Context: an optimization exercise on an open-source flow, tuned for small area, a short achievable clock period and few clock cycles. The choices shown serve that exercise and are no tape-out recipe. Function was checked by simulation only, so behaviour that the tests miss may differ from the original.

## flow/design.v

```verilog
module nyate_core (
    input  wire        clk,
    input  wire        rst,           
    input  wire [15:0] ilen,          
    input  wire [10:0] dlen,          
    output wire [14:0] imem_addr,
    input  wire [35:0] imem_rdata,
    output wire [15:0] dmem_addr,
    output wire        dmem_we,
    output wire [17:0] dmem_wdata,
    input  wire [17:0] dmem_rdata,
    output reg         halted,
    output reg  [3:0]  fault_cause,
    output reg  [17:0] fault_detail
);
    localparam K  = 2;           
    localparam NM = 18 / K;      
    localparam KM = 6;           
    localparam NMM = 18 / KM;    
    localparam [3:0] F_ILLEGAL    = 4'd1;
    localparam [3:0] F_CODE_RANGE = 4'd2;
    localparam [3:0] F_DATA_RANGE = 4'd3;
    localparam [3:0] F_DIV_ZERO   = 4'd5;
    localparam [3:0] F_TRAP       = 4'd9;
    localparam SW_Z = 0, SW_N = 1, SW_C = 2, SW_V = 3, SW_SO = 4, SW_DZ = 5,
               SW_TRAP_DZ = 8;
    localparam [8:0] SW_MASK = 9'h13F;
    reg [17:0] regs [0:15];
    reg [8:0]  sw;
    reg [15:0] d_pc;             
    reg        e_valid;
    reg [3:0]  e_step;
    reg [3:0]  e_rd;
    reg [17:0] e_a, e_b, e_imm;
    reg [18:0] e_acc;            
    reg [12:0] e_w;              
    reg        e_qneg, e_rneg;
    reg        e_pf;             
    reg [3:0]  e_pcause;
    reg        e_arith, e_sub, e_usec, e_wr, e_neg, e_abs, e_log, e_shf;
    reg        e_swap;           
    reg [1:0]  e_lop;
    reg [2:0]  e_sop;
    reg        e_rdsw, e_wrsw, e_mul, e_div, e_sgn, e_ld, e_st;
    reg        e_br, e_jal, e_jr, e_trap;
    reg        e_jtr;            
    reg        e_rreg;           
    reg        e_dz;             
    wire run = !halted;
    function [4:0] mod18(input [17:0] x);
        reg [4:0] pos, neg;
        reg [5:0] alt;
        reg [3:0] m9;
        begin
            pos = x[3:1] + x[9:7] + x[15:13];
            neg = x[6:4] + x[12:10] + {1'b0, x[17:16]};
            alt = {1'b0, pos} + 6'd18 - {1'b0, neg};             
            case (alt)
                6'd0, 6'd9,  6'd18, 6'd27, 6'd36: m9 = 4'd0;
                6'd1, 6'd10, 6'd19, 6'd28, 6'd37: m9 = 4'd1;
                6'd2, 6'd11, 6'd20, 6'd29, 6'd38: m9 = 4'd2;
                6'd3, 6'd12, 6'd21, 6'd30, 6'd39: m9 = 4'd3;
                6'd4, 6'd13, 6'd22, 6'd31:        m9 = 4'd4;
                6'd5, 6'd14, 6'd23, 6'd32:        m9 = 4'd5;
                6'd6, 6'd15, 6'd24, 6'd33:        m9 = 4'd6;
                6'd7, 6'd16, 6'd25, 6'd34:        m9 = 4'd7;
                default:                          m9 = 4'd8;
            endcase
            mod18 = {m9, x[0]};
        end
    endfunction
    wire [35:0] ins = imem_rdata;
    wire [17:0] imm = ins[35:18];
    wire [5:0]  op  = ins[17:12];
    wire [3:0]  rd  = ins[11:8];
    wire [3:0]  ra  = ins[7:4];
    wire [3:0]  rb  = ins[3:0];
    wire rd0 = (rd == 4'd0), ra0 = (ra == 4'd0), rb0 = (rb == 4'd0),
         imm0 = (imm == 18'd0);
    reg illegal;
    always @(*) begin
        illegal = 1'b0;
        if (op == 6'h00)                           
            illegal = !(rd0 && ra0 && rb0 && imm0);
        else if (op == 6'h01)                      
            illegal = !(ra0 && rb0);
        else if (op >= 6'h02 && op <= 6'h1B && op != 6'h10 && op != 6'h11)
            illegal = op[0] ? !rb0 : !imm0;        
        else if (op == 6'h10)                      
            illegal = !(rd0 && imm0);
        else if (op == 6'h11)                      
            illegal = !(rd0 && rb0);
        else if (op == 6'h1C || op == 6'h1D)       
            illegal = !(rb0 && imm0);
        else if (op >= 6'h1E && op <= 6'h21)       
            illegal = !imm0 || rd[0];
        else if (op == 6'h22)                      
            illegal = !(ra0 && rb0 && imm0);
        else if (op == 6'h23)                      
            illegal = !(rd0 && rb0 && imm0);
        else if (op == 6'h24 || op == 6'h25)       
            illegal = !rb0;
        else if (op == 6'h36)                      
            illegal = !(ra0 && rb0) || (imm[17:15] != 3'd0);
        else if (op == 6'h37)                      
            illegal = !(ra0 && rb0);
        else if (op == 6'h38)                      
            illegal = !(rd0 && rb0 && imm0);
        else if (op == 6'h3A)                      
            illegal = !(rd0 && ra0 && rb0);
        else
            illegal = 1'b1;
    end
    wire d_pcflt = (d_pc >= ilen);
    wire d_pf    = d_pcflt || illegal;
    wire is_alu  = (op >= 6'h02 && op <= 6'h1B);
    wire is_st   = (op == 6'h25);
    wire is_jal  = (op == 6'h37);
    wire use_imm = (is_alu && op[0]) || op == 6'h01 || op == 6'h1C || op == 6'h1D;
    wire [15:0] wen;
    wire [17:0] bus_e, bus_o;
    wire        b_rd  = op[5] && op[2];
    wire [15:0] sel_a = 16'd1 << ra;
    wire [15:0] sel_b = b_rd ? (16'd1 << rd) : (16'd1 << rb);
    reg  [17:0] rp_a, rp_b;
    integer ir;
    always @(*) begin
        rp_a = 18'd0;
        rp_b = 18'd0;
        for (ir = 0; ir < 16; ir = ir + 1) begin
            rp_a = rp_a | ({18{sel_a[ir]}} & regs[ir]);
            rp_b = rp_b | ({18{sel_b[ir]}} & regs[ir]);
        end
    end
    wire        hit_a = |(sel_a & wen);
    wire        hit_b = |(sel_b & wen);
    wire        par_b = b_rd ? rd[0] : rb[0];
    wire [17:0] fwd_a = hit_a ? (ra[0] ? bus_o : bus_e) : rp_a;
    wire [17:0] fwd_b = hit_b ? (par_b ? bus_o : bus_e) : rp_b;
    wire [15:0] d_pc1 = d_pc + 16'd1;
    wire e_first = e_valid && (e_step == 4'd0);
    wire cin     = sw[SW_C];
    wire [17:0] add_x  = e_swap ? 18'd0 : e_a;
    wire [17:0] add_y0 = e_swap ? e_a : e_b;
    wire [17:0] add_y  = e_sub ? ~add_y0 : add_y0;
    wire        add_ci = e_sub ? !(e_usec && cin) : ((e_usec && cin) || (e_mul && e_sgn));
    wire [18:0] add_t  = {1'b0, add_x} + {1'b0, add_y} + {18'd0, add_ci};
    wire [17:0] add_r  = add_t[17:0];
    wire        add_c  = e_sub ? !add_t[18] : add_t[18];
    wire        add_v  = (add_x[17] == add_y[17]) && (add_r[17] != add_x[17]);
    reg [17:0] log_r;
    always @(*) begin
        case (e_lop)
            2'd0: log_r = e_a & e_b;
            2'd1: log_r = e_a | e_b;
            2'd2: log_r = e_a ^ e_b;
            default: log_r = e_b;
        endcase
    end
    wire [17:0] k      = e_b;
    wire        k_hi0  = (k[17:5] == 13'd0);
    wire        k_lt19 = k_hi0 && (k[4:0] < 5'd19);
    wire        k_lt18 = k_hi0 && (k[4:0] < 5'd18);
    wire        k_ge18 = !k_lt18;
    wire        is_rot  = (e_sop == 3'd3) || (e_sop == 3'd4);
    wire        is_left = (e_sop == 3'd0) || (e_sop == 3'd3);
    wire        rot_pre = e_shf && e_rreg && e_step == 4'd0;
    wire [4:0]  rot_m   = e_imm[4:0];
    wire [4:0]  sh_amt  = is_rot ? rot_m : (k_lt18 ? k[4:0] : 5'd0);
    wire [4:0]  sh_rr   = (is_left && sh_amt != 5'd0) ? 5'd18 - sh_amt : sh_amt;
    wire [17:0] sh_y0   = e_a;
    wire [17:0] sh_y1   = sh_rr[4] ? {sh_y0[15:0], sh_y0[17:16]} : sh_y0;
    wire [17:0] sh_y2   = sh_rr[3] ? {sh_y1[7:0],  sh_y1[17:8]}  : sh_y1;
    wire [17:0] sh_y3   = sh_rr[2] ? {sh_y2[3:0],  sh_y2[17:4]}  : sh_y2;
    wire [17:0] sh_y4   = sh_rr[1] ? {sh_y3[1:0],  sh_y3[17:2]}  : sh_y3;
    wire [17:0] sh_y    = sh_rr[0] ? {sh_y4[0],    sh_y4[17:1]}  : sh_y4;
    reg  [17:0] sh_t;
    integer jt;
    always @(*)
        for (jt = 0; jt < 18; jt = jt + 1)
            sh_t[jt] = !k_lt18 || (jt < k[4:0]);
    wire        sh_zero = (e_sop[2:1] == 2'd0) && !k_lt19;         
    reg  [17:0] sh_r;
    integer ji;
    always @(*)
        for (ji = 0; ji < 18; ji = ji + 1)
            case (e_sop)
                3'd0:    sh_r[ji] = !sh_zero && !sh_t[ji] && sh_y[ji];
                3'd1:    sh_r[ji] = !sh_zero && !sh_t[17 - ji] && sh_y[ji];
                3'd2:    sh_r[ji] = sh_t[17 - ji] ? e_a[17] : sh_y[ji];
                default: sh_r[ji] = sh_y[ji];
            endcase
    wire        sh_nz   = is_rot ? (rot_m != 5'd0) : (k != 18'd0);
    wire        sh_c    = sh_nz && !sh_zero && (is_left ? sh_y[0] : sh_y[17]);
    reg [17:0] ms, mc, mq, pp, fs;
    integer j;
    always @(*) begin
        ms = e_acc[17:0];
        mc = e_imm;
        mq = e_b;
        for (j = 0; j < KM; j = j + 1) begin
            pp = mq[0] ? e_a : 18'd0;
            if (e_sgn) begin
                if (j == KM - 1 && e_step == NMM - 1)
                    pp[16:0] = ~pp[16:0];
                else
                    pp[17] = ~pp[17];
            end
            fs = ms ^ mc ^ pp;
            mc = (ms & mc) | (ms & pp) | (mc & pp);
            mq = {fs[0], mq[17:1]};
            ms = {1'b0, fs[17:1]};
        end
    end
    wire [17:0] mul_hi = {add_r[17] ^ e_sgn, add_r[16:0]};
    wire        bneg  = e_sgn && e_b[17];
    wire        bpos1 = !bneg;
    wire [20:0] dv_y  = bneg ? {{3{e_b[17]}}, e_b} : ~{3'b0, e_b};
    wire [20:0] dv_y2 = {dv_y[19:0], bpos1};
    wire [20:0] dv_T  = {1'b0, e_acc[17:0], e_imm[17:16]};
    wire [20:0] dv_d1 = dv_T + dv_y + {20'd0, bpos1};
    wire [20:0] dv_d2 = dv_T + dv_y2 + {20'd0, bpos1};
    wire [20:0] dv_cs = dv_T ^ dv_y ^ dv_y2;
    wire [20:0] dv_cc = {(dv_T[19:0] & dv_y[19:0]) | (dv_T[19:0] & dv_y2[19:0]) |
                         (dv_y[19:0] & dv_y2[19:0]), bpos1};
    wire [20:0] dv_d3 = dv_cs + dv_cc + {20'd0, bpos1};
    wire        dv_ge1 = !dv_d1[20], dv_ge2 = !dv_d2[20], dv_ge3 = !dv_d3[20];
    wire [17:0] dv_r  = dv_ge3 ? dv_d3[17:0] : dv_ge2 ? dv_d2[17:0] :
                        dv_ge1 ? dv_d1[17:0] : dv_T[17:0];
    wire [17:0] dv_q  = {e_imm[15:0], dv_ge2, dv_ge3 || (dv_ge1 && !dv_ge2)};
    wire [17:0] dv_qf = e_qneg ? (18'd0 - e_imm) : e_imm;
    wire [17:0] dv_rf = e_rneg ? (18'd0 - e_acc[17:0]) : e_acc[17:0];
    wire        dv_vf = e_sgn && !e_qneg && e_imm[17];
    wire        bzero = (e_b == 18'd0);
    reg cond;
    always @(*) begin
        case (e_rd)
            4'd0:  cond = 1'b1;
            4'd1:  cond = sw[SW_Z];
            4'd2:  cond = !sw[SW_Z];
            4'd3:  cond = sw[SW_C];
            4'd4:  cond = !sw[SW_C];
            4'd5:  cond = sw[SW_N];
            4'd6:  cond = !sw[SW_N];
            4'd7:  cond = sw[SW_V];
            4'd8:  cond = !sw[SW_V];
            4'd9:  cond = !sw[SW_C] && !sw[SW_Z];
            4'd10: cond = sw[SW_C] || sw[SW_Z];
            4'd11: cond = (sw[SW_N] == sw[SW_V]);
            4'd12: cond = (sw[SW_N] != sw[SW_V]);
            4'd13: cond = !sw[SW_Z] && (sw[SW_N] == sw[SW_V]);
            4'd14: cond = sw[SW_Z] || (sw[SW_N] != sw[SW_V]);
            default: cond = sw[SW_SO];
        endcase
    end
    wire [14:0] tgt    = e_jr ? e_a[14:0] : e_imm[14:0];
    wire        trange = ({1'b0, tgt} >= ilen);
    wire        take   = e_valid && (e_jal || e_jr || (e_br && cond));
    wire [17:0] maddr  = e_a + e_imm;
    wire [6:0]  m_lo   = {1'b0, e_a[5:0]} + {1'b0, e_imm[5:0]};
    wire [12:0] m_u    = {1'b0, e_a[17:6]} + {1'b0, e_imm[17:6]} + {12'd0, m_lo[6]};
    wire [13:0] m_v    = {2'b0, e_a[17:6]} + {e_w[12], e_w} + {13'd0, m_lo[6]};
    wire        mrange = !m_v[13] && (!m_u[12] || m_v[12]);
    reg        flt;
    reg [3:0]  flt_cause;
    reg [17:0] flt_detail;
    always @(*) begin
        flt = 1'b0; flt_cause = 4'd0; flt_detail = 18'd0;
        if (e_first) begin
            if (e_pf) begin
                flt = 1'b1; flt_cause = e_pcause; flt_detail = e_b;
            end else if (e_trap) begin
                flt = 1'b1; flt_cause = F_TRAP; flt_detail = e_imm;
            end else if ((e_ld || e_st) && mrange) begin
                flt = 1'b1; flt_cause = F_DATA_RANGE; flt_detail = maddr;
            end else if (take && trange) begin
                flt = 1'b1; flt_cause = F_CODE_RANGE; flt_detail = {3'd0, tgt};
            end else if (e_div && bzero && sw[SW_TRAP_DZ]) begin
                flt = 1'b1; flt_cause = F_DIV_ZERO; flt_detail = 18'd0;
            end
        end
    end
    wire mul_end = e_mul && (e_step == NMM);
    wire div_end = e_div && (e_step == NM + 1);
    wire div_dz  = e_div && (e_step == 4'd1) && e_dz;
    wire ld_end  = e_ld && (e_step == 4'd1);
    reg  e_last;
    always @(*) begin
        if (e_ld)       e_last = ld_end;
        else if (e_mul) e_last = mul_end;
        else if (e_div) e_last = div_end || div_dz;
        else if (e_shf) e_last = !rot_pre;
        else            e_last = 1'b1;
    end
    wire stall = e_valid && !e_last;
    wire blk   = e_pf || (e_jal && e_jtr) || (e_div && bzero && sw[SW_TRAP_DZ]);
    wire act   = e_valid && run && !blk;
    wire single = e_valid && e_last && (e_arith || e_abs || e_log || e_shf || e_rdsw);
    reg [17:0] res;
    always @(*) begin
        res = 18'd0;
        if (e_arith)          res = add_r;
        if (e_abs)            res = e_a[17] ? add_r : e_a;
        if (e_log)            res = log_r;
        if (e_shf)            res = sh_r;
        if (e_rdsw)           res = {9'd0, sw};
    end
    reg        we1, we2;
    reg [17:0] wd1, wd2;
    always @(*) begin
        we1 = 1'b0; we2 = 1'b0;
        wd1 = res;  wd2 = res;
        if (ld_end) begin
            we1 = 1'b1; wd1 = dmem_rdata; wd2 = dmem_rdata;
        end else if (mul_end) begin
            we1 = 1'b1; we2 = 1'b1; wd1 = e_imm; wd2 = mul_hi;
        end else if (div_end) begin
            we1 = 1'b1; we2 = 1'b1; wd1 = dv_qf; wd2 = dv_rf;
        end else if (div_dz) begin
            we1 = 1'b1; we2 = 1'b1; wd1 = 18'd0; wd2 = e_a;
        end else if (single) begin
            we1 = e_wr;
        end
        if (!act) begin
            we1 = 1'b0; we2 = 1'b0;
        end
    end
    wire [3:0] rd_hi = {e_rd[3:1], 1'b1};
    genvar g;
    generate
        for (g = 0; g < 16; g = g + 1) begin : g_wen
            assign wen[g] = (we1 && e_rd == g) || (we2 && rd_hi == g);
        end
    endgenerate
    assign bus_e = wd1;
    assign bus_o = we2 ? wd2 : wd1;
    reg [8:0] sw_n;
    always @(*) begin
        sw_n = sw;
        if (e_wrsw) begin
            sw_n = e_a[8:0] & SW_MASK;
        end else if (mul_end) begin
            sw_n[SW_Z] = (e_imm == 18'd0) && (mul_hi == 18'd0);
            sw_n[SW_N] = mul_hi[17];
            sw_n[SW_C] = 1'b0;
            sw_n[SW_V] = 1'b0;
        end else if (div_end || div_dz) begin
            sw_n[SW_Z] = (wd1 == 18'd0);
            sw_n[SW_N] = wd1[17];
            sw_n[SW_C] = 1'b0;
            sw_n[SW_V] = div_end && dv_vf;
            if (div_end && dv_vf) sw_n[SW_SO] = 1'b1;
            if (div_dz) sw_n[SW_DZ] = 1'b1;
        end else if (e_arith || e_abs || (e_log && e_lop != 2'd3) || e_shf) begin
            sw_n[SW_Z] = (res == 18'd0);
            sw_n[SW_N] = res[17];
            if (e_arith)  sw_n[SW_C] = add_c;
            if (e_shf)    sw_n[SW_C] = sh_c;
            if (e_arith || e_abs) begin
                sw_n[SW_V] = add_v;
                if (add_v) sw_n[SW_SO] = 1'b1;
            end
        end
    end
    wire sw_we = act && ((e_first && (e_wrsw || e_arith || e_abs || e_log)) || div_dz
                         || (e_shf && !rot_pre) || mul_end || div_end);
    wire [15:0] next_pc = take ? {1'b0, tgt} : (stall ? d_pc : d_pc1);
    assign imem_addr = rst ? 15'd0 : next_pc[14:0];
    wire d_go = run && !stall && !take;
    assign dmem_addr  = maddr[15:0];
    assign dmem_we    = e_valid && run && e_st && !e_pf && !mrange;
    assign dmem_wdata = e_b;
    integer i;
    always @(posedge clk) begin
        for (i = 0; i < 16; i = i + 1)
            if (rst || wen[i])
                regs[i] <= rst ? 18'd0 : (i[0] ? bus_o : bus_e);
        if (rst) begin
            sw           <= 9'd0;
            d_pc         <= 16'd0;
            e_valid      <= 1'b0;
            e_step       <= 4'd0;
            halted       <= 1'b0;
            fault_cause  <= 4'd0;
            fault_detail <= 18'd0;
        end else if (run) begin
            if (sw_we) sw <= sw_n;
            if (e_valid && flt) begin
                halted       <= 1'b1;
                fault_cause  <= flt_cause;
                fault_detail <= flt_detail;
            end
            d_pc <= next_pc;
            if (stall) begin
                e_step <= e_step + 4'd1;
                if (e_mul) begin
                    if (e_step == NMM - 1) begin
                        e_a   <= ms;
                        e_b   <= mc;
                        e_imm <= mq;
                    end else begin
                        e_acc <= {1'b0, ms};
                        e_imm <= mc;
                        e_b   <= mq;
                    end
                end
                if (e_shf)
                    e_imm[4:0] <= mod18(k);
                if (e_div) begin
                    if (e_step == 4'd0) begin
                        e_dz   <= bzero;
                        e_imm  <= (e_sgn && e_a[17]) ? add_r : e_a;
                        e_acc  <= 19'd0;
                        e_qneg <= e_sgn && (e_a[17] != e_b[17]);
                        e_rneg <= e_sgn && e_a[17];
                    end else begin
                        e_imm <= dv_q;
                        e_acc <= {1'b0, dv_r};
                    end
                end
            end else begin
                e_valid <= d_go;
                e_step  <= 4'd0;
                e_acc   <= 19'd0;
                e_rd    <= rd;
                e_a     <= fwd_a;
                e_b     <= d_pcflt ? {2'd0, d_pc} : illegal ? ins[17:0] :
                           use_imm ? imm : (is_jal ? {2'd0, d_pc1} : fwd_b);
                e_jtr   <= ({1'b0, imm[14:0]} >= ilen);
                e_w     <= {1'b0, imm[17:6]} - {2'b0, dlen};
                e_imm   <= (op == 6'h19 || op == 6'h1B) ? {imm[17:5], mod18(imm)} : imm;
                e_rreg  <= (op == 6'h18 || op == 6'h1A);
                e_pf    <= d_pf;
                e_pcause <= d_pcflt ? F_CODE_RANGE : F_ILLEGAL;
                e_arith <= ((op >= 6'h02 && op <= 6'h11) && !(op >= 6'h0A && op <= 6'h0F)
                                  || op == 6'h1C);
                e_sub   <= (op >= 6'h06 && op <= 6'h11) || op == 6'h1C || op == 6'h1D
                           || op == 6'h21;
                e_usec  <= (op >= 6'h04 && op <= 6'h05) || (op >= 6'h08 && op <= 6'h09);
                e_wr    <= !(op == 6'h10 || op == 6'h11);
                e_neg   <= (op == 6'h1C);
                e_abs   <= (op == 6'h1D);
                e_swap  <= (op == 6'h1C || op == 6'h1D || op == 6'h21);
                e_log   <= ((op >= 6'h0A && op <= 6'h0F) || op == 6'h01 || op == 6'h37);
                e_lop   <= (op == 6'h0A || op == 6'h0B) ? 2'd0 :
                           (op == 6'h0C || op == 6'h0D) ? 2'd1 :
                           (op == 6'h0E || op == 6'h0F) ? 2'd2 : 2'd3;
                e_shf   <= (op >= 6'h12 && op <= 6'h1B);
                e_sop   <= (op - 6'h12) >> 1;
                e_rdsw  <= (op == 6'h22);
                e_wrsw  <= (op == 6'h23);
                e_mul   <= (op == 6'h1E || op == 6'h1F);
                e_div   <= (op == 6'h20 || op == 6'h21);
                e_sgn   <= (op == 6'h1F || op == 6'h21);
                e_ld    <= (op == 6'h24);
                e_st    <= (op == 6'h25);
                e_br    <= (op == 6'h36);
                e_jal   <= (op == 6'h37);
                e_jr    <= (op == 6'h38);
                e_trap  <= (op == 6'h3A);
            end
        end
    end
endmodule
```

## flow/flow/run.sh

```bash
#!/bin/bash
# Layout flow: the standard layout (the make command of standard.sh),
# except that
#  - the port buffers are plain sky130_fd_sc_hd__buf_2 cells instead of the
#    delay cells buffer_ports picks on its own (every port still gets one);
#  - timing repair aims for 6.0 ns, so that the critical paths get
#    repaired although the 14 ns clock is met, and it may resize cells to
#    other footprints (MATCH_CELL_FOOTPRINT=0). The constraints are unchanged;
#  - clock tree synthesis adds no dummy loads.
# The make output goes to standard_flow.log; each ORFS step keeps its own
# log under orfs/logs/.
set -euo pipefail
cd "$(dirname "$0")/.."
export BUFFER_PORTS_ARGS="-buffer_cell sky130_fd_sc_hd__buf_2"
export SETUP_SLACK_MARGIN=8.0
export CTS_ARGS="-sink_clustering_enable -repair_clock_nets -buf_list sky130_fd_sc_hd__clkbuf_8 -dont_use_dummy_load"
sed 's/"\${@:-finish}"/MATCH_CELL_FOOTPRINT=0 finish/' standard.sh > standard_nofp.sh
grep -q 'MATCH_CELL_FOOTPRINT=0 finish' standard_nofp.sh
bash standard_nofp.sh > standard_flow.log 2>&1
```

## flow/standard.sh

```bash
#!/bin/bash
# synth_recipe.tcl (not shown) runs the flow's synth.tcl, then flattens the netlist and writes it again
# the make line also repeats each setting of config.mk as NAME=value (left out here)
make -C /OpenROAD-flow-scripts/flow DESIGN_CONFIG=/design/flow/config.mk WORK_HOME=/design/flow/orfs CLKGATE_MAP_FILE= SYNTH_SCRIPT=/design/flow/synth_recipe.tcl "${@:-finish}"
```

## flow/config.mk

```make
export PLATFORM = sky130hd
export DESIGN_NAME = nyate_core
export DESIGN_NICKNAME = nyate_core
export VERILOG_FILES = /design/flow/design.v
export SDC_FILE = /design/flow/constraint.sdc
export NUM_CORES = 4
export LEC_CHECK = 0
export ABC_AREA = 1
export CAP_MARGIN = 20
export CORE_MARGIN = 2
export CORE_UTILIZATION = 50
export CTS_BUF_LIST = sky130_fd_sc_hd__clkbuf_8
export SLEW_MARGIN = 20
```

## flow/constraint.sdc

```tcl
create_clock -name core_clock -period 14.0 [get_ports {clk}]
set_input_delay 2.8000 -clock core_clock [delete_from_list [all_inputs] [get_ports {clk}]]
set_output_delay 2.8000 -clock core_clock [all_outputs]
set_load 0.01 [all_outputs]
```

==> results of run 1 <==
[what timing repair did]
| item | CTS | global route |
|---|---|---|
| buffers inserted | 100 | 77 |
| gates cloned | 11 | 5 |
| resized for setup | 200 | 208 |
| pin swaps | 67 | 79 |
| hold buffers | 0 | 0 |
| endpoints found under the setup margin | 169 | 308 |
[cell families after synthesis]
| group | after synthesis | share of synthesized area |
|---|---|---|
| AO/OA/AOI/OAI | 1245 | 0.181 |
| XOR/XNOR | 151 | 0.0313 |
| adder cells (fa/ha/maj) | 385 | 0.140 |
| buffers and inverters | 995 | 0.0910 |
| flip-flops | 460 | 0.315 |
| other | 1 | 0.0000889 |
| AND/OR/NAND/NOR | 2408 | 0.241 |
[layout make-up]
cell class | count | area [um^2] | area share
multi-input cells | 4198 | 26400 | 0.537
repair inverters | 2 | 10.0 | 0.000204
diodes | 14 | 35.0 | 0.000714
repair buffers | 480 | 3940 | 0.0804
well taps | 1080 | 1350 | 0.0276
flip-flops and latches | 460 | 13300 | 0.271
clock buffers | 81 | 1110 | 0.0227
inverters | 749 | 2920 | 0.0595
[per-stage QoR]
step,hold WS [ns],setup WS [ns],utilization,cell area [um^2]
after floorplan,0.444,7.87,-,42400
after global placement,0.465,6.83,0.534,44600
after detailed placement,0.469,6.71,0.534,44600
after CTS,0.477,7.77,0.568,47500
after global routing,0.521,7.74,0.587,49000
final,0.475,7.76,0.587,49000
[registers in the layout, indices dropped and copies added, names as in the netlist, 2 cells and up]
register,cells
e_step,4
d_pc,16
sw,7
regs,288
e_b,18
e_imm,18
e_w,13
e_pcause,2
e_acc,18
e_a,18
fault_cause,4
e_lop,2
fault_detail,18
e_rd,4
e_sop,3
[critical path: stages]
cell and delay (ns):
buf_2 0.31, inv_1 0.30, fa_2 0.68, xnor2_2 0.13
inv_2 0.07, nor2_4 0.14, a21oi_4 0.06, fa_2 0.39
nand2_2 0.07, inv_2 0.05, o21ai_2 0.16, nand2_2 0.11
xor2_4 0.23, inv_4 0.09, nand3_4 0.10, o2111ai_2 0.10
nand3_1 0.11, nand3_2 0.10, o211ai_1 0.36, o2111ai_1 0.25
[routing by layer]
| metal | vias to the layer above | share of wire |
|---|---|---|
| met3 | 941 | 0.15 |
| met4 | 16 | 0.088 |
| li1 | 19800 | - |
| met5 | - | 0.0013 |
| met2 | 3667 | 0.41 |
| met1 | 21900 | 0.36 |
[how the worst min path moves through the flow]
stage | start | endpoint | cells after the start | slack, ns
after floorplan | sw[5]$_SDFFE_PP0P_ | sw[5]$_SDFFE_PP0P_ | 2 | 0.44
after global placement | fault_cause[0]$_SDFFE_PP0P_ | fault_cause[0]$_SDFFE_PP0P_ | 2 | 0.47
after detailed placement | fault_cause[0]$_SDFFE_PP0P_ | fault_cause[0]$_SDFFE_PP0P_ | 2 | 0.47
after CTS | fault_cause[0]$_SDFFE_PP0P_ | fault_cause[0]$_SDFFE_PP0P_ | 2 | 0.48
after global routing | fault_cause[0]$_SDFFE_PP0P_ | fault_cause[0]$_SDFFE_PP0P_ | 2 | 0.52
final | fault_cause[0]$_SDFFE_PP0P_ | fault_cause[0]$_SDFFE_PP0P_ | 2 | 0.48
[cells in the final DEF, fill, tap and decap left out, types with 35 or more instances in the layout]
master	instances
buf_4	277
edfxtp_1	409
a21oi_1	365
o21ai_0	364
buf_6	35
nor2_1	409
dfxtp_1	45
clkbuf_8	82
nand2_1	1337
inv_1	676
buf_2	125
ha_1	227
o211ai_1	74
nand4_1	82
nand3_1	354
a221oi_1	81
fa_1	140
xor2_1	120
nor3_1	50
==> run notes, run 1 <==
* Top Ports at 156
* Reg-to-Reg End: e_b[11]$_DFFE_PP_
* Syn. warnings at 2
* Cells on worst reg2reg path at 32
* Routed WL at 217 mm
* Fraction of layout cells with a size suffix above 1 at 0.154
* Vias/cell at 6.57
* Top cells by count, synth: nand2_1, inv_1, nor2_1
* Final Hold Viols at 0
* CP Capture Type: flop
* Status: no timing/DRC/antenna violations
* Core ar. at 83600 um^2
* Critical Path AT at 6.63 ns
* Sequential area share after synthesis at 0.315
* Via count at 46400
* R2R Setup Slk at 7.98 ns
* Fin. max-slew vios at 0
* Non-Filler Instances at 7064
* Initial Util at 0.505
* GRT busiest layer: met2
* Hpwl dp at 157 mm
* Number of remaining DRC errors at 0
* Post-layout nets at 6440
* Worst path required time at 14.39 ns
* Worst slew pin tran at 1.23 ns
* Origin of the critical flop-to-flop path: e_b[17]$_DFFE_PP_
* Fmax at 0.160 GHz
* Count leader, synth: nand2_1
* Worst Setup EP: e_imm[1]$_DFFE_PP_
* Initial antenna violation count at 20
* RePlAce Congestion at 1.09
* TritonCTS clock tree: yes
* HP Class: flop to flop
* CP Class: primary input to flop
* TritonCTS Buffers at 81
* IO buf count at 155
* Die Y at 295 um
* Largest net degree at the start of global routing at 55
* Clock Latency Late Sink at 0.76 ns
* CP startpoint: imem_rdata[33]
* Die area at 86700 um^2
* Clk buf depth at 3
* Setup Viol. Count Final at 0
* Crit-path max FO at 7
* Max_slew headroom at 0.171
* First-pass GRT wire length at 301 mm
* TNS Setup at 0 ns
* Largest area contributor in the netlist: edfxtp_1
* Synth Instances at 5645
* Router iterations before antenna repair at 9
* Vias in the first global route at 41800
* FILL cells at 7879
* Post-DRT Antenna Nets at 0
* Die width at 295 um
* Clock root cell: clkbuf_8
* Maxcap violations at 0
* Mean post-synth cell area at 7.48 um^2
* Clk_skew at 0.107 ns
* Synth area leaders: edfxtp_1, nand2_1, ha_1, fa_1, inv_1
* Met2 GRT Util at 0.697
* Post-synth top flop: edfxtp_1
* Layout area overhead at 16.2%
* Total gr overflow at 0
* H-tree depth at 3
* Initial DRC Count at 7386
* Final worst-path cycle share at 0.446
* RSZ-0062 raised after global routing: yes
* Min Tclk post-route at 6.24 ns
* Met3 Use GR at 0.170
* Total GRT Usage at 0.488
* Wire per inst at 30.8 um
* Asr flop ratio synth at 0
* Clock slew at reported path FFs at 0.05 ns
* Yosys top cell area share at 0.291
* Distinct cells, synth at 72
* Row cnt at 106
* CTS Sinks at 460
* Seq cells post-synth at 460
* Number of synthesized flops with an enable pin at 409
* Met1 usage at 0.617
* Cell area after synthesis at 42200 um^2
* Worst setup SP type: primary input
* Dpl cells at 6775
Testbench counts, summed over its fixed seeds: cycles 73,868.
==> inputs of run 2 (changes only) <==
--- a/flow/flow/run.sh
+++ b/flow/flow/run.sh
@@ -3,7 +3,7 @@
 # except that
 #  - the port buffers are plain sky130_fd_sc_hd__buf_2 cells instead of the
 #    delay cells buffer_ports picks on its own (every port still gets one);
-#  - timing repair aims for 6.0 ns, so that the critical paths get
+#  - timing repair aims for 5.4 ns, so that the critical paths get
 #    repaired although the 14 ns clock is met, and it may resize cells to
 #    other footprints (MATCH_CELL_FOOTPRINT=0). The constraints are unchanged;
 #  - clock tree synthesis adds no dummy loads.
@@ -12,7 +12,7 @@
 set -euo pipefail
 cd "$(dirname "$0")/.."
 export BUFFER_PORTS_ARGS="-buffer_cell sky130_fd_sc_hd__buf_2"
-export SETUP_SLACK_MARGIN=8.0
+export SETUP_SLACK_MARGIN=8.6
 export CTS_ARGS="-sink_clustering_enable -repair_clock_nets -buf_list sky130_fd_sc_hd__clkbuf_8 -dont_use_dummy_load"
 sed 's/"\${@:-finish}"/MATCH_CELL_FOOTPRINT=0 finish/' standard.sh > standard_nofp.sh
 grep -q 'MATCH_CELL_FOOTPRINT=0 finish' standard_nofp.sh
==> run notes, run 2 <==
* Status: no timing/DRC/antenna violations
* Post-Synth Adder-Cell Area at 0.140
* Row cnt at 106
* TritonCTS clock tree: yes
* Top Ports at 156
* Number of synthesized flops with an enable pin at 409
* Clock Latency Late Sink at 0.74 ns
* First-pass GRT wire length at 302 mm
* Initial Util at 0.505
* Final worst-path cycle share at 0.460
* Die width at 295 um
* Yosys top cell area share at 0.291
* CP Class: flop to output pin
* Via count at 47100
* Min Tclk post-route at 6.44 ns
* Total gr overflow at 0
* Worst setup SP type: flop
* Vias in the first global route at 42700
* Largest area contributor in the netlist: edfxtp_1
* Distinct cells, synth at 72
* CTS Sinks at 460
* Final core utilization at 0.616
* Asr flop ratio synth at 0
* HP Class: flop to flop
* Max_slew headroom at 0.175
* Router iterations before antenna repair at 9
* Syn. warnings at 2
* Post-DRT Antenna Nets at 0
* Initial DRC Count at 6997
* Routed WL at 221 mm
* Crit-path max FO at 4
* Mux contribution to synthesized area at 0
* Total GRT Usage at 0.488
* TritonCTS Buffers at 84
* Core ar. at 83600 um^2
* Fraction of synthesized cell area in xor and xnor cells at 0.0313
* Top cells by count, synth: nand2_1, inv_1, nor2_1
* Mean post-synth cell area at 7.48 um^2
* Synth Instances at 5645
* Fmax at 0.155 GHz
* Vias/cell at 6.56
* Die area at 86700 um^2
* Clock root cell: clkbuf_8
* Worst path max stage delay at 0.55 ns
* Cell area after synthesis at 42200 um^2
* Post-synth top flop: edfxtp_1
* Most frequent cells in the layout: nand2_1, inv_1, edfxtp_1
* Fraction of layout cells with a size suffix above 1 at 0.200
* Hpwl dp at 159 mm
* FILL cells at 7605
* Number of remaining DRC errors at 0
* Worst path required time at 11.20 ns
* Cell Chain, Critical Path: ha_4 -> nand2_4 -> o21ai_4 -> a21oi_4 -> fa_2 -> inv_2 -> a21oi_2 -> o21ai_1 -> a21oi_1 -> o21ai_1 -> nand3_1 -> nand2_2 -> o21ai_4 -> a21oi_4 -> buf_6
* Commonest non-fill, non-tap cell in the layout: nand2_1
* Clk_skew at 0.0901 ns
* IO buf count at 155
* Setup Viol. Count Final at 0
* Fin. max-slew vios at 0
* Seq cells post-synth at 460
* Count leader, synth: nand2_1
* Post-layout nets at 6551
* Reg with most FFs: regs
* CP Capture Type: output pin
* Reg area at 13300 um^2
* Clock slew at reported path FFs at 0.06 ns
* Clk buf depth at 3
* RePlAce Congestion at 1.08
* H-tree depth at 3
* R2R Setup Slk at 8.56 ns
* Largest family of logic cells by synthesized area: simple AND/OR/NAND/NOR gates
* Wire per inst at 30.8 um
* Sequential area share after synthesis at 0.315
* Post-synthesis compound-gate area fraction at 0.181
* CP max stage cell: edfxtp_1
* Die Y at 295 um
* Layout area overhead at 21.9%
* TNS Setup at 0 ns
* RSZ-0062 raised after global routing: yes
* Largest net degree at the start of global routing at 55
* Worst slew pin tran at 1.24 ns
* Flip-flop count of the largest register after layout at 288
* Synth area leaders: edfxtp_1, nand2_1, ha_1, fa_1, inv_1
* Final Hold Viols at 0
* Critical Path AT at 3.64 ns
* Maxcap violations at 0
* Simple-Gate Fraction of Synth Area at 0.241
* Multi-input logic area at 27500 um^2
* Initial antenna violation count at 16
==> run 2: path summary, 6_finish.rpt <==
kind                                from                          end  cells past startpoint
min          fault_cause[0]$_SDFFE_PP0P_  fault_cause[0]$_SDFFE_PP0P_                      2
max                   e_imm[5]$_DFFE_PP_                      dmem_we                     15
min reg2reg  fault_cause[0]$_SDFFE_PP0P_  fault_cause[0]$_SDFFE_PP0P_                      2
max reg2reg             e_a[0]$_DFFE_PP_        regs[2][14]$_DFFE_PP_                     29
==> run 2: per-layer routing <==
metal | vias to the layer above | routed length (um) | track usage
li1 | 20100 | - | -
met1 | 22000 | 76700 | 0.602
met2 | 3918 | 90600 | 0.707
met3 | 1140 | 31300 | 0.151
met4 | 8 | 22800 | 0.384
met5 | - | 59 | 0
==> run 2: cells by family (layout without fill, tap and decap cells) <==
| group | count (synthesis) | count (layout) |
|---|---|---|
| AOI/OAI and AO/OA | 1245 | 1247 |
| buffers and inverters | 995 | 1419 |
| and+or+nand+nor | 2408 | 2417 |
| adders and majority gates | 385 | 385 |
| DFF | 460 | 460 |
| other | 1 | 20 |
| xor gates and xnor gates | 151 | 151 |
==> run 2: critical path, delay by kind of cell, from the launching register on <==
family	cells	cell delay (ns)
AND/OR/NAND/NOR	3	0.34
AO/OA/AOI/OAI	8	1.04
flip-flops	1	0.55
adder cells (fa/ha/maj)	2	0.74
buffers and inverters	2	0.22
==> run 2: layout make-up <==
class,count,share of cell area
Multi-Input combinational cell,4202,0.535
Sequential cell,460,0.259
Timing Repair Buffer,582,0.0975
Inverter,749,0.0584
Tap cell,1080,0.0263
Clock buffer,84,0.0225
Antenna cell,18,0.000875
Timing Repair inverter,4,0.000438
==> run 2: what timing repair did <==
action | 4_1_cts | 5_1_grt
gates cloned | 14 | 11
hold buffers | 0 | 0
hold endpoints to repair | 0 | 0
setup endpoints to repair | 417 | 309
pin swaps | 89 | 119
buffers inserted | 127 | 138
resized for setup | 371 | 389
==> run 2: metrics by stage <==
step                setup slack [ns]  cells  instance area (um^2)  hold WS (ns)
finish                          7.56   7179                 51500         0.476
detailed placement              6.53   6785                 44700         0.469
global placement                6.61   6783                 44700         0.456
floorplan                       7.87   5646                 42500         0.444
CTS                             7.69   7010                 48500         0.474
global route                    7.46   7163                 51400         0.519
==> inputs of run 3 (changes only) <==
--- a/flow/design.v
+++ b/flow/design.v
@@ -46,6 +46,10 @@
     reg        e_jtr;            
     reg        e_rreg;           
     reg        e_dz;             
+    reg        e_ldw;            
+    reg        st_pend;          
+    reg [15:0] st_addr;
+    reg [17:0] st_data;
     wire run = !halted;
     function [4:0] mod18(input [17:0] x);
         reg [4:0] pos, neg;
@@ -283,7 +287,7 @@
     wire mul_end = e_mul && (e_step == NMM);
     wire div_end = e_div && (e_step == NM + 1);
     wire div_dz  = e_div && (e_step == 4'd1) && e_dz;
-    wire ld_end  = e_ld && (e_step == 4'd1);
+    wire ld_end  = e_ld && (e_step == (e_ldw ? 4'd2 : 4'd1));
     reg  e_last;
     always @(*) begin
         if (e_ld)       e_last = ld_end;
@@ -367,9 +371,13 @@
     wire [15:0] next_pc = take ? {1'b0, tgt} : (stall ? d_pc : d_pc1);
     assign imem_addr = rst ? 15'd0 : next_pc[14:0];
     wire d_go = run && !stall && !take;
-    assign dmem_addr  = maddr[15:0];
-    assign dmem_we    = e_valid && run && e_st && !e_pf && !mrange;
-    assign dmem_wdata = e_b;
+    assign dmem_addr  = st_pend ? st_addr : maddr[15:0];
+    assign dmem_we    = st_pend;
+    assign dmem_wdata = st_data;
+    always @(posedge clk) begin
+        st_addr <= maddr[15:0];
+        st_data <= e_b;
+    end
     integer i;
     always @(posedge clk) begin
         for (i = 0; i < 16; i = i + 1)
@@ -378,6 +386,7 @@
         if (rst) begin
             sw           <= 9'd0;
             d_pc         <= 16'd0;
+            st_pend      <= 1'b0;
             e_valid      <= 1'b0;
             e_step       <= 4'd0;
             halted       <= 1'b0;
@@ -391,6 +400,9 @@
                 fault_detail <= flt_detail;
             end
             d_pc <= next_pc;
+            st_pend <= e_valid && e_st && !e_pf && !mrange;
+            if (e_step == 4'd0)
+                e_ldw <= st_pend;
             if (stall) begin
                 e_step <= e_step + 4'd1;
                 if (e_mul) begin
--- a/flow/flow/run.sh
+++ b/flow/flow/run.sh
@@ -3,7 +3,7 @@
 # except that
 #  - the port buffers are plain sky130_fd_sc_hd__buf_2 cells instead of the
 #    delay cells buffer_ports picks on its own (every port still gets one);
-#  - timing repair aims for 5.4 ns, so that the critical paths get
+#  - timing repair aims for 6.8 ns, so that the critical paths get
 #    repaired although the 14 ns clock is met, and it may resize cells to
 #    other footprints (MATCH_CELL_FOOTPRINT=0). The constraints are unchanged;
 #  - clock tree synthesis adds no dummy loads.
@@ -12,7 +12,7 @@
 set -euo pipefail
 cd "$(dirname "$0")/.."
 export BUFFER_PORTS_ARGS="-buffer_cell sky130_fd_sc_hd__buf_2"
-export SETUP_SLACK_MARGIN=8.6
+export SETUP_SLACK_MARGIN=7.2
 export CTS_ARGS="-sink_clustering_enable -repair_clock_nets -buf_list sky130_fd_sc_hd__clkbuf_8 -dont_use_dummy_load"
 sed 's/"\${@:-finish}"/MATCH_CELL_FOOTPRINT=0 finish/' standard.sh > standard_nofp.sh
 grep -q 'MATCH_CELL_FOOTPRINT=0 finish' standard_nofp.sh
--- a/flow/config.mk
+++ b/flow/config.mk
@@ -5,7 +5,6 @@
 export SDC_FILE = /design/flow/constraint.sdc
 export NUM_CORES = 4
 export LEC_CHECK = 0
-export ABC_AREA = 1
 export CAP_MARGIN = 20
 export CORE_MARGIN = 2
 export CORE_UTILIZATION = 50
==> run notes, run 3 <==
* Status: no timing/DRC/antenna violations
* Core ar. at 85000 um^2
* HP Class: flop to flop
* Origin of the critical flop-to-flop path: e_sub$_DFFE_PP_
* Die Y at 297 um
* Critical Path AT at 4.29 ns
* Maxcap violations at 0
* CP max stage cell: edfxtp_1
* Asr flop ratio synth at 0
* RSZ-0062 raised after global routing: yes
* Number of remaining DRC errors at 0
* First-pass GRT wire length at 314 mm
* HP Start: fault_cause[0]$_SDFFE_PP0P_
* Count leader, synth: nand2_1
* Clk_skew at 0.0953 ns
* Largest area contributor in the netlist: edfxtp_1
* Yosys top cell area share at 0.287
* Fraction of layout cells with a size suffix above 1 at 0.131
* Initial antenna violation count at 21
* Largest net degree at the start of global routing at 63
* Critical path's top delay family: compound AO/OA/AOI/OAI gates
* Wire per inst at 37.0 um
* Post-synth top flop: edfxtp_1
* Post-layout nets at 5426
* Setup Viol. Count Final at 0
* Total gr overflow at 0
* Routed WL at 226 mm
* Crit-path max FO at 2
* Mean post-synth cell area at 8.93 um^2
* Syn. warnings at 2
* Min Tclk post-route at 7.09 ns
* Post-DRT Antenna Nets at 0
* CTS Sinks at 496
* Top cells by count, synth: nand2_1, nor2_1, edfxtp_1
* Clock slew at reported path FFs at 0.06 ns
* CP Buf/Inv Count at 2
* Most frequent cells in the layout: nand2_1, nor2_1, edfxtp_1
* Number of synthesized flops with an enable pin at 410
* TritonCTS Buffers at 88
* Pre-CTS setup slack at 6.51 ns
* CP startpoint: e_a[0]$_DFFE_PP_
* Initial DRC Count at 7981
* CP Capture Type: output pin
* Worst setup SP type: flop
* Via count at 44300
* Initial Util at 0.504
* Max_slew headroom at 0.135
* CP Class: flop to output pin
* Fmax at 0.141 GHz
* Router iterations before antenna repair at 10
* H-tree depth at 3
* Non-Filler Instances at 6110
* Cell Chain, Critical Path: buf_12 -> ha_4 -> fa_2 -> a21o_1 -> a21oi_2 -> o21bai_1 -> a21o_1 -> a21o_1 -> a21oi_2 -> nor2b_1 -> o21a_1 -> o41ai_4 -> o21bai_1 -> a21oi_2 -> xnor2_2 -> mux2_4 -> buf_6
* Vias/cell at 7.25
* PnR worst setup slack at 6.91 ns
* Clock Latency Late Sink at 0.77 ns
* Sequential area share after synthesis at 0.327
* TNS Setup at 0 ns
* Seq cells post-synth at 496
* Flip-flop count of the largest register after layout at 288
* Top Ports at 156
* Vias in the first global route at 40900
* Cell area after synthesis at 42900 um^2
* Post-CTS Hold Fix Bufs at 0
* Total GRT Usage at 0.501
* Reg with most FFs: regs
* Worst path required time at 11.20 ns
* Final Hold Viols at 0
* Row cnt at 107
* Die width at 297 um
* Hpwl dp at 160 mm
* Layout area overhead at 10.6%
* Synth Instances at 4801
* Die area at 88100 um^2
* RePlAce Congestion at 1.09
* Synth area leaders: edfxtp_1, ha_1, fa_1, dfxtp_1, nand2_1
* Clk buf depth at 3
* IO buf count at 155
* Distinct cells, synth at 99
* Clock root cell: clkbuf_8
* Final worst-path cycle share at 0.507
* Worst slew pin tran at 1.30 ns
* Dpl cells at 5957
* Worst path max stage delay at 0.46 ns
* Fin. max-slew vios at 0
* Commonest non-fill, non-tap cell in the layout: nand2_1
* TritonCTS clock tree: yes
==> run 3: changes by cell type in the layout (fill, tap and decap cells not counted), moves of 83 or more <==
| cell | before | now |
|---|---|---|
| a22oi_1 | 18 | 113 |
| inv_1 | 643 | 292 |
| nand2_1 | 1299 | 441 |
| a22o_1 | 5 | 105 |
| buf_4 | 354 | 221 |
| xnor2_1 | 15 | 141 |
| a21o_1 | 8 | 91 |
| nand3_1 | 342 | 136 |
==> run 3: cell families (layout without fill, tap and decap cells) <==
kind of cell | Yosys count | in the layout | share of synthesized area
flops | 496 | 496 | 0.327
other cells | 1 | 11 | 0.0000875
buf+inv | 617 | 771 | 0.0549
mux | 125 | 125 | 0.0358
compound gates | 1552 | 1552 | 0.249
simple gates | 1416 | 1417 | 0.152
fa+ha+maj | 386 | 386 | 0.138
xor+xnor | 208 | 208 | 0.0425
==> run 3: per-stage QoR <==
step                      hold slack [ns]  area (um^2)  utilization
after floorplan                     0.372        42900            -
final                               0.453        47400        0.557
after detailed placement            0.448        45300        0.533
after CTS                           0.457        47000        0.553
after global placement              0.445        45300        0.533
after global routing                0.481        47400        0.557
==> run 3: area by class of cell <==
class                      count  area, um^2
clock buffer                  88        1210
fill                        7849       37600
inverter                     298        1130
tap                         1144        1430
antenna                        9        22.5
timing repair inverter         1        5.00
sequential                   496       14000
timing repair buffer         384        2560
multi-input combinational   3690       27000
==> run 3: final timing paths <==
check	slack, ns	depth (start not counted)	end
max	6.91	17	dmem_addr[14]
min reg2reg	0.45	2	fault_cause[0]$_SDFFE_PP0P_
min	0.45	2	fault_cause[0]$_SDFFE_PP0P_
max reg2reg	7.16	17	e_b[5]$_DFFE_PP_
==> run 3: metal layers <==
layer	vias up	routed length, um	GRT usage	part of all wire
li1	18200	-	-	-
met1	21000	78400	0.613	0.35
met2	3889	91400	0.706	0.40
met3	1146	34400	0.204	0.15
met4	16	21900	0.368	0.097
met5	-	103	0	0.00046
==> run 3: tightest hold or removal path: cells and delay by family, from the launching register on <==
family           cells  cell delay [ns]
flip-flops           1             0.31
AO/OA/AOI/OAI        1             0.05
AND/OR/NAND/NOR      1             0.05
==> run 3: repair_timing <==
action | in CTS | in global routing
pin swaps | 17 | 13
setup endpoints to repair | 164 | 155
cloned | 1 | 1
gates resized for setup | 50 | 36
setup buffers | 28 | 18
Testbench counts of run 3, summed over its fixed seeds: cycles 74,210.

## re-timing with driven ports
No port has a modelled driver above. Below, the same layouts with a new extraction and two added sets of constraints. Step 1 (the two cells are an assumption about what drives the block):
set clk [get_ports {clk}]
set_driving_cell -lib_cell sky130_fd_sc_hd__clkbuf_16 $clk
set_driving_cell -lib_cell sky130_fd_sc_hd__buf_2 [delete_from_list [all_inputs] $clk]
Step 2 adds t to the input delays and takes it off the output delays; t is the mean of the earliest and latest rising clock arrival at the registers after step 1. Input paths then give back, and output paths get back, about the clock's delay inside the block. Slacks: ideal ports / drivers / drivers and shift; pairs: ideal ports / drivers.
run	shift t [ns]	slack for setup (ns)	worst setup path after step 2	clock arrival spread, ns	worst slew at a driven data input, ns
run 1	0.780	7.760 / 7.707 / 7.008	input to register	0.114 / 0.115	0.24
run 2	0.770	7.561 / 7.488 / 7.333	input to register	0.094 / 0.094	0.20
run 3	0.792	6.907 / 6.838 / 6.491	input to register	0.095 / 0.095	0.05
After both steps setup and hold are still met in every run listed. For run 1, which loses most, drivers alone change the setup slack by -0.053 ns; drivers and shift together by -0.752 ns.
